From an optimization exercise on the open Yosys and OpenROAD flow, aimed at small area, a short achievable clock period and few clock cycles per item; shortcuts taken in it are not production practice. Only simulation tests tie the RTL to the original design; equivalence was not proved.

==> job 8344 <==
==> flow/design.v (excerpt) <==
module rs_col_decoder (
    input  wire       clk,
    input  wire       rst,
    input  wire       in_valid,
    output wire       in_ready,
    input  wire [7:0] in_data,
    input  wire       in_erase,
    output reg        corr_valid,
    output reg  [7:0] corr_pos,
    output reg  [7:0] corr_val,
    output reg        res_valid,
    output reg        res_fail
);
clock: 12.0 ns
lec_check: 0
cap_margin: 20
core_margin: 2
core_utilization: 70
cts_cluster_diameter: 60
cts_cluster_size: 30
slew_margin: 20
standard.sh (not shown) runs the stock make flow with config.mk's settings and CLKGATE_MAP_FILE= SYNTH_SCRIPT=/design/flow/synth_recipe.tcl, a recipe that flattens the netlist after the stock synthesis.
==> flow/flow/run.sh <==
#!/bin/bash
# Standard layout; port buffers taken as buf_4, and timing repair aimed at
# a setup slack of 8.75 ns (the design runs well below the 12 ns clock).
export BUFFER_PORTS_ARGS="-buffer_cell sky130_fd_sc_hd__buf_4"
export SETUP_SLACK_MARGIN=8.75
bash standard.sh > standard.log 2>&1
==> inputs of job 5456, as changes to job 8344 <==
--- a/flow/design.v
+++ b/flow/design.v
@@ -292,18 +292,20 @@
     output reg  [7:0] corr_val,
     output reg        res_valid,
     output reg        res_fail
 );
     localparam integer M  = 7;      
     localparam integer N  = 35;     
     localparam integer D  = 34;     
     localparam [33*8-1:0] POWJ = {8'h9d, 8'hc0, 8'h60, 8'h30, 8'h18, 8'h0c, 8'h06, 8'h03, 8'h8f, 8'hc9, 8'hea, 8'h75, 8'hb4, 8'h5a, 8'h2d, 8'h98, 8'h4c, 8'h26, 8'h13, 8'h87, 8'hcd, 8'he8, 8'h74, 8'h3a, 8'h1d, 8'h80, 8'h40, 8'h20, 8'h10, 8'h08, 8'h04, 8'h02, 8'h01};
+    localparam [33*8-1:0] NEGJ = {8'h09, 8'h12, 8'h24, 8'h48, 8'h90, 8'h3d, 8'h7a, 8'hf4, 8'hf5, 8'hf7, 8'hf3, 8'hfb, 8'heb, 8'hcb, 8'h8b, 8'h0b, 8'h16, 8'h2c, 8'h58, 8'hb0, 8'h7d, 8'hfa, 8'he9, 8'hcf, 8'h83, 8'h1b, 8'h36, 8'h6c, 8'hd8, 8'had, 8'h47, 8'h8e, 8'h01};
     localparam [7:0] ALPHA_247 = 8'h83;    
     localparam [7:0] ALPHA_INV = 8'h8e;    
+    localparam [63:0] IDENT = 64'h8040201008040201;
     function [7:0] xa1(input [7:0] v);
         xa1 = {v[6:0], 1'b0} ^ (v[7] ? 8'h1d : 8'h00);
     endfunction
     function [63:0] mat(input [7:0] v);
         reg [7:0] t;
         integer q;
         begin
             t = v;
@@ -348,35 +350,34 @@
         end
     endgenerate
     reg  [7:0] fq [0:D-1];
     reg  [5:0] occ, occm1;
     wire [7:0] fq_old = fq[occm1];
     wire       push   = proc1 & pk1;
     wire       pop;
     wire [5:0] occ_next = occ + {5'd0, push} - {5'd0, pop};
-    localparam [2:0] K_IDLE = 3'd0, K_START = 3'd1, K_START2 = 3'd2, K_LOAD = 3'd3, K_BM = 3'd4,
-                     K_OM = 3'd5, K_DONE = 3'd6;
+    localparam [2:0] K_IDLE = 3'd0, K_START = 3'd1, K_START2 = 3'd2, K_BM = 3'd3, K_OM = 3'd4,
+                     K_DONE = 3'd5;
     reg  [2:0] kst;
     reg  [4:0] ph;           
     reg  [4:0] it;           
     reg        itl;          
     reg  [5:0] f2;           
     reg  [5:0] f2e;          
     reg  [5:0] L2;
     reg  signed [6:0] k2;
     reg  [63:0] gm, dm;      
-    reg  [7:0]  dv;          
-    reg  [7:0]  gsrc, dsrc;  
-    reg         gld, dld;    
     reg  [7:0] dnx;          
     reg  [7:0] xn;           
     reg        ers, chg, ersn, chgn;
-    reg        m_ld, m_bm, m_om, m_dn;
-    reg        k_d1, k_s0, k_t0;            
+    reg        m_bm, m_om, m_dn;
+    reg        a_s1, a_d1, a_s0;            
+    reg        b_s0, b_t0, b_tm;            
+    reg        k_s1, k_d1, k_s0, k_t0;      
     reg        k_ok, tuse;
     reg  [6:0] zln;          
     reg  [4:0] zch;          
     reg  [6:0] la, lb;       
     reg  [4:0] ca, cb;       
     reg  [7:0] capa, capb;   
     reg  [7:0] cs1, cs2;     
     reg  [8*N-1:0] dr, tr, sr;    
@@ -401,89 +402,63 @@
             end else if (g == 1) begin : g_c1
                 assign tm1 = sr[8*(g-1) +: 8];
                 assign tm2 = cs1;
             end else begin : g_cn
                 assign tm1 = sr[8*(g-1) +: 8];
                 assign tm2 = sr[8*(g-2) +: 8];
             end
             wire       m31 = (g == 3) ? ph4 : 1'b0;
-            wire [7:0] opa = m_om ? rs0 : rd1;
-            wire [7:0] opb = m_om ? tm1 : rt0;
+            wire [7:0] opa = ({8{a_s1}} & rs1) | ({8{a_d1}} & rd1) | ({8{a_s0}} & rs0);
+            wire [7:0] opb = ({8{b_s0 & ~m31}} & rs0) | ({8{b_t0}} & rt0) | ({8{b_tm}} & tm1);
             wire [7:0] dn  = mmul(gm, opa) ^ mmul(dm, opb);
             assign dn_l[g] = dn;
             wire       z   = zhit & zln[g];
-            wire [7:0] tkp = ({8{k_d1}} & rd1) | ({8{k_s0 & ~m31}} & rs0) | ({8{k_t0}} & rt0);
+            wire [7:0] tkp = ({8{k_s1}} & rs1) | ({8{k_d1}} & rd1) |
+                             ({8{k_s0 & ~m31}} & rs0) | ({8{k_t0}} & rt0);
             assign tnew[g] = ({8{~z | k_ok}} & tkp) ^ ({8{tuse & (~z | k_ok)}} & dn);
             if (g == 5) begin : g_pad
-                assign dnew[g] = m_bm ? (ph4 ? 8'd0 : dn) : (m_ld ? rs0 : rd0);
+                assign dnew[g] = m_bm ? (ph4 ? 8'd0 : dn) : rd0;
             end else begin : g_npad
-                assign dnew[g] = m_bm ? dn : (m_ld ? rs0 : rd0);
+                assign dnew[g] = m_bm ? dn : rd0;
             end
             assign snew[g] = m_om ? tm2 : rs0;
         end
     endgenerate
     wire [7:0] ha, hb;
     reg  [7:0] ha_r, hb_r;
     always @* begin
         ha_r = 8'd0;
         hb_r = 8'd0;
         for (i = 0; i < M; i = i + 1) begin
             ha_r = ha_r | ({8{la[i]}} & dr[8*i +: 8]);
             hb_r = hb_r | ({8{lb[i]}} & dr[8*i +: 8]);
         end
     end
     assign ha = ha_r;
     assign hb = hb_r;
-    always @* begin
-        gld  = 1'b0;
-        dld  = 1'b0;
-        gsrc = capa;
-        dsrc = capb;
-        case (kst)
-        K_START2: begin
-            gld  = 1'b1;
-            dld  = 1'b1;
-            gsrc = 8'h01;
-            dsrc = (f2e != 6'd0) ? xn : s1[0];
-        end
-        K_BM: if (ph4) begin
-            gld  = itl || (!ers && chg);
-            dld  = 1'b1;
-            gsrc = itl ? capa : dv;
-            dsrc = itl ? capb : (ersn ? xn : dnx);
-        end
-        K_OM: if (ph4) begin
-            gld  = 1'b1;
-            dld  = 1'b1;
-            gsrc = ca[4] ? ha : capa;
-            dsrc = cb[4] ? hb : capb;
-        end
-        default: ;
-        endcase
-    end
     assign pop = ((kst == K_START) && (f2e != 6'd0)) ||
                  (m_bm && ph4 && !itl && ersn);
     wire kge_n = ers ? 1'b1 : (chg ? 1'b0 : (k2 >= -7'sd1));
-    reg  [7:0] lc [0:32];      
-    reg  [7:0] wc [0:31];      
+    reg  [7:0] lc [0:32];
+    reg  [7:0] wc [0:31];
     reg        act3, pl3;
     reg  [7:0] pos3;       
     reg  [5:0] cnt3;
     reg        over3, bad3;
     wire       s3_ready = ~act3 | pl3;
     wire       load3    = m_dn && ph0 && s3_ready;
     wire [7:0] lc_step [0:32];
     wire [7:0] wc_step [0:31];
     generate
         for (g = 0; g < 33; g = g + 1) begin : g_chl
-            rs_gf_mul u_ms (.a(lc[g]), .b(POWJ[8*g +: 8]), .p(lc_step[g]));
+            rs_gf_mul u_ms (.a(lc[g]), .b(NEGJ[8*g +: 8]), .p(lc_step[g]));
         end
         for (g = 0; g < 32; g = g + 1) begin : g_cho
-            rs_gf_mul u_ms (.a(wc[g]), .b(POWJ[8*(g+1) +: 8]), .p(wc_step[g]));
+            rs_gf_mul u_ms (.a(wc[g]), .b(NEGJ[8*g +: 8]), .p(wc_step[g]));
         end
     endgenerate
     reg [7:0] lam_sum, lam_odd, om_sum;
     always @* begin
         lam_sum = 8'd0;
         lam_odd = 8'd0;
         om_sum  = 8'd0;
         for (i = 0; i < 33; i = i + 1) begin
@@ -491,18 +466,17 @@
             if (i % 2 == 1) lam_odd = lam_odd ^ lc[i];
         end
         for (i = 0; i < 32; i = i + 1) om_sum = om_sum ^ wc[i];
     end
     wire root  = act3 && (lam_sum == 8'd0);
     wire fin3  = act3 && pl3;
     wire fail3 = bad3 | over3 | (root ? (cnt3 != 6'd1) : (cnt3 != 6'd0));
     reg        p1v, p2v;
-    reg  [7:0] p1odd, p1om, p2inv, p2om;
-    reg        ld1, ld2, ld3;  
+    reg  [7:0] p1odd, p1om, p1row, p2inv, p2om, p2row;
     reg        r1v, r1f, r2v, r2f;
     wire [7:0] odd_inv;
     wire [7:0] err_val;
     rs_gf_inv u_inv (.a(p1odd), .inv(odd_inv));
     rs_gf_mul u_forney (.a(p2om), .b(p2inv), .p(err_val));
     always @(posedge clk) begin
         dr <= {dnew[6], dnew[5], dnew[4], dnew[3], dnew[2], dnew[1], dnew[0], dr[8*N-1:8*M]};
         tr <= {tnew[6], tnew[5], tnew[4], tnew[3], tnew[2], tnew[1], tnew[0], tr[8*N-1:8*M]};
@@ -528,35 +502,32 @@
             first1 <= (cnt_a == 8'd0);
             last1  <= lastpos;
             pk1    <= in_erase && ((cnt_a == 8'd0) || (ecnt_a < 6'd32));
         end
         if (hand) begin
             f2  <= ecnt_a;
             f2e <= (ecnt_a > 6'd32) ? 6'd32 : ecnt_a;
         end
-        if (gld) gm <= mat(gsrc);
-        if (dld) begin
-            dm <= mat(dsrc);
-            dv <= dsrc;
-        end
         if (kst == K_START) xn <= fq_old;
         if (m_bm && ph[3] && ersn) xn <= fq_old;    
         if (m_bm && ph0) dnx <= dn_l[0];
         if (m_bm && ph[1]) chgn <= (dnx != 8'd0) && kge_n;
         if (m_bm && ph0) ersn <= ({1'b0, it} + 6'd1 < f2e);
         if (m_bm && ph0) begin
             capa <= dn_l[0];
             capb <= dn_l[1];
         end else if (m_om) begin
             if (|(ca & ph)) capa <= ha;
             if (|(cb & ph)) capb <= hb;
         end
         case (kst)
         K_START2: begin
+            gm   <= IDENT;
+            dm   <= mat((f2e != 6'd0) ? xn : s1[0]);
             k2   <= 7'sd0;
             L2   <= f2e;
             ers  <= (f2e != 6'd0);
             chg  <= (f2e == 6'd0) && (s1[0] != 8'd0);
             ersn <= (f2e > 6'd1);
             zln  <= 7'b0000100;          
             zch  <= 5'b10000;
         end
@@ -567,73 +538,78 @@
                     L2 <= {1'b0, it} + 6'd1 + f2e - L2;
                 end else begin
                     k2 <= k2 + 7'sd1;
                 end
             end
             ers <= ersn;
             chg <= chgn;
             if (itl) begin
+                gm <= mat(capa);
+                dm <= mat(capb);
                 la <= 7'b0000100;        
                 ca <= 5'b00001;
                 lb <= 7'b0001000;        
                 cb <= 5'b00001;
+            end else begin
+                if (!ers && chg) gm <= dm;
+                dm <= mat(ersn ? xn : dnx);
             end
             if (zln[0]) begin
                 zln <= 7'b1000000;
                 zch <= {1'b0, zch[4:1]};
             end else begin
                 zln <= {1'b0, zln[6:1]};
             end
         end
         K_OM: if (ph4) begin
+            gm <= mat(ca[4] ? ha : capa);
+            dm <= mat(cb[4] ? hb : capb);
             la <= {la[4:0], la[6:5]};
             if (la[5] || la[6]) ca <= {ca[3:0], 1'b0};
             lb <= {lb[4:0], lb[6:5]};
             if (lb[5] || lb[6]) cb <= {cb[3:0], 1'b0};
         end
         default: ;
         endcase
         if (load3) begin
-            for (i = 0; i < 33; i = i + 1) lc[i] <= dr[8*(32-i) +: 8];
-            for (i = 0; i < 32; i = i + 1) wc[i] <= tr[8*(31-i) +: 8];
+            for (i = 0; i < 33; i = i + 1) lc[i] <= dr[8*i +: 8];
+            for (i = 0; i < 32; i = i + 1) wc[i] <= tr[8*i +: 8];
             cnt3  <= L2;
             over3 <= 1'b0;
             bad3  <= (f2 > 6'd32) || ({L2, 1'b0} > {1'b0, f2} + 7'd32);
         end else begin
             for (i = 0; i < 33; i = i + 1) lc[i] <= lc_step[i];
             for (i = 0; i < 32; i = i + 1) wc[i] <= wc_step[i];
             if (root) begin
                 cnt3 <= cnt3 - 6'd1;
                 if (cnt3 == 6'd0) over3 <= 1'b1;
             end
         end
         p1odd <= lam_odd;
         p1om  <= om_sum;
+        p1row <= 8'd247 - pos3;
         p2inv <= odd_inv;
         p2om  <= p1om;
-        corr_pos <= ld3 ? 8'd247 : corr_pos - 8'd1;
-        ld1 <= load3;
-        ld2 <= ld1;
-        ld3 <= ld2;
+        p2row <= p1row;
+        corr_pos <= p2row;
         corr_val <= err_val;
         r1f <= fail3;
         r2f <= r1f;
         res_fail <= r2f;
         if (rst) begin
             rdy     <= 1'b1;
             cnt_a   <= 8'd0;
             xa      <= ALPHA_247;
             ecnt_a  <= 6'd0;
             v1      <= 1'b0;
             occ     <= 6'd0;
             occm1   <= 6'd63;
             kst     <= K_IDLE;
             s2_idle <= 1'b1;
-            m_ld    <= 1'b0;
             m_bm    <= 1'b0;
             m_om    <= 1'b0;
             m_dn    <= 1'b0;
             ph      <= 5'b00001;
             it      <= 5'd0;
             act3    <= 1'b0;
             p1v     <= 1'b0;
             p2v     <= 1'b0;
@@ -657,62 +633,64 @@
             ph <= {ph[3:0], ph[4]};
             case (kst)
             K_IDLE: if (hand) begin
                 kst     <= K_START;
                 s2_idle <= 1'b0;
             end
             K_START: kst <= K_START2;
             K_START2: begin
-                kst  <= K_LOAD;
-                m_ld <= 1'b1;
+                kst  <= K_BM;
+                m_bm <= 1'b1;
                 ph   <= 5'b00001;
                 it   <= 5'd0;
                 itl  <= 1'b0;
+                a_s1 <= 1'b1; a_d1 <= 1'b0; a_s0 <= 1'b0;
+                b_s0 <= 1'b1; b_t0 <= 1'b0; b_tm <= 1'b0;
+                k_s1 <= (f2e == 6'd0) && (s1[0] != 8'd0);
                 k_d1 <= 1'b0;
-                k_s0 <= 1'b1;
+                k_s0 <= (f2e == 6'd0) && (s1[0] == 8'd0);
                 k_t0 <= 1'b0;
-                k_ok <= 1'b1;
-                tuse <= 1'b0;
-            end
-            K_LOAD: if (ph4) begin
-                kst  <= K_BM;
-                m_ld <= 1'b0;
-                m_bm <= 1'b1;
-                k_d1 <= !ers && chg;
-                k_s0 <= 1'b0;
-                k_t0 <= !ers && !chg;
                 k_ok <= 1'b0;
-                tuse <= ers;
+                tuse <= (f2e != 6'd0);
             end
             K_BM: if (ph4) begin
                 it  <= it + 5'd1;
                 itl <= (it == 5'd30);
                 if (itl) begin
                     kst  <= K_OM;
                     m_bm <= 1'b0;
                     m_om <= 1'b1;
                     it   <= 5'd0;
-                    k_d1 <= 1'b0; k_t0 <= 1'b0;
+                    a_s1 <= 1'b0; a_d1 <= 1'b0; a_s0 <= 1'b1;
+                    b_s0 <= 1'b0; b_t0 <= 1'b0; b_tm <= 1'b1;
+                    k_s1 <= 1'b0; k_d1 <= 1'b0; k_s0 <= 1'b0; k_t0 <= 1'b0;
                     k_ok <= 1'b1;
                     tuse <= 1'b1;
                 end else begin
+                    a_s1 <= 1'b0; a_d1 <= 1'b1; a_s0 <= 1'b0;
+                    b_s0 <= 1'b0; b_t0 <= 1'b1; b_tm <= 1'b0;
+                    k_s1 <= 1'b0;
                     k_d1 <= !ersn && chgn;
+                    k_s0 <= 1'b0;
                     k_t0 <= !ersn && !chgn;
+                    k_ok <= 1'b0;
                     tuse <= ersn;
                 end
             end
             K_OM: if (ph4) begin
                 it  <= it + 5'd1;
                 itl <= (it == 5'd14);
                 k_t0 <= 1'b1;
                 if (itl) begin
                     kst  <= K_DONE;
                     m_om <= 1'b0;
                     m_dn <= 1'b1;
+                    a_s0 <= 1'b0;
+                    b_tm <= 1'b0;
                     tuse <= 1'b0;
                 end
             end
             K_DONE: if (load3) begin
                 kst     <= K_IDLE;
                 s2_idle <= 1'b1;
                 m_dn    <= 1'b0;
             end
==> flow/flow/run.sh (replaced) <==
#!/bin/bash
# Standard layout; port buffers taken as buf_4, and timing repair aimed at
# a setup slack of 9 ns (the design runs well below the 12 ns clock).
export BUFFER_PORTS_ARGS="-buffer_cell sky130_fd_sc_hd__buf_4"
export SETUP_SLACK_MARGIN=9
bash standard.sh > standard.log 2>&1
- CORE_UTILIZATION: 70 -> 30
- CTS_CLUSTER_DIAMETER: 60 -> unset
- CTS_CLUSTER_SIZE: 30 -> unset
==> results.txt <==
- Against job 8344, the non-clock buffer count of job 5456 is higher by 234.
- Against job 5456, the register-to-register slack of job 8344 is lower by 130 ps.
- In critical path depth, job 5456 and job 8344 do not differ.
- Between job 5456 and job 8344, the lower setup slack is in job 5456 (gap 140 ps).
- Wire length: job 5456 is larger than job 8344 (about 16%).
- Of job 5456 and job 8344, job 5456 has the higher synthesized area (gap 4.9%, measured against job 8344).
- In job 8344 the die area is lower than in job 5456, by 59%.
- Of job 5456 and job 8344, job 5456 has the higher clock-buffer cell count (gap 176).
- Job 5456 completed without violations. Job 8344 finished clean.
- Of job 5456 and job 8344, job 5456 has the higher synthesized cell count (gap about 6%, measured against job 8344).
- Of job 8344 and job 5456, job 8344 has the higher sequential share of layout area (gap 5.2 points).
Testbench counts of job 8344, summed over its fixed seeds: cycles 203,247, columns 800.
Testbench counts of job 5456, summed over its fixed seeds: cycles 203,173, columns 800.

==> what the ideal ports hide <==
In the flow no input, the clock included, has a driving cell. The finished layouts below were timed again as built, in two steps.
Step 1 (the two cells are an assumption about what drives the block):
set clk [get_ports {clk}]
set_driving_cell -lib_cell sky130_fd_sc_hd__clkbuf_16 $clk
set_driving_cell -lib_cell sky130_fd_sc_hd__buf_2 [delete_from_list [all_inputs] $clk]
Step 2 times the ports against the registers' clock, not the clock port: input delays grow and output delays shrink by t, the midpoint of the rising clock arrivals with the driver on.
Three values: ideal, step 1, step 2; two values: the first two.
run	shift t [ns]	slack for setup (ns)	worst setup path at the end
job 8344	0.914	8.296 / 8.202 / 8.178	input to register
job 5456	1.056	8.159 / 8.041 / 8.159	input to register
After both steps every run listed still meets setup and hold. For job 8344, which loses most, drivers alone change the setup slack by -0.094 ns; drivers and shift together by -0.118 ns.
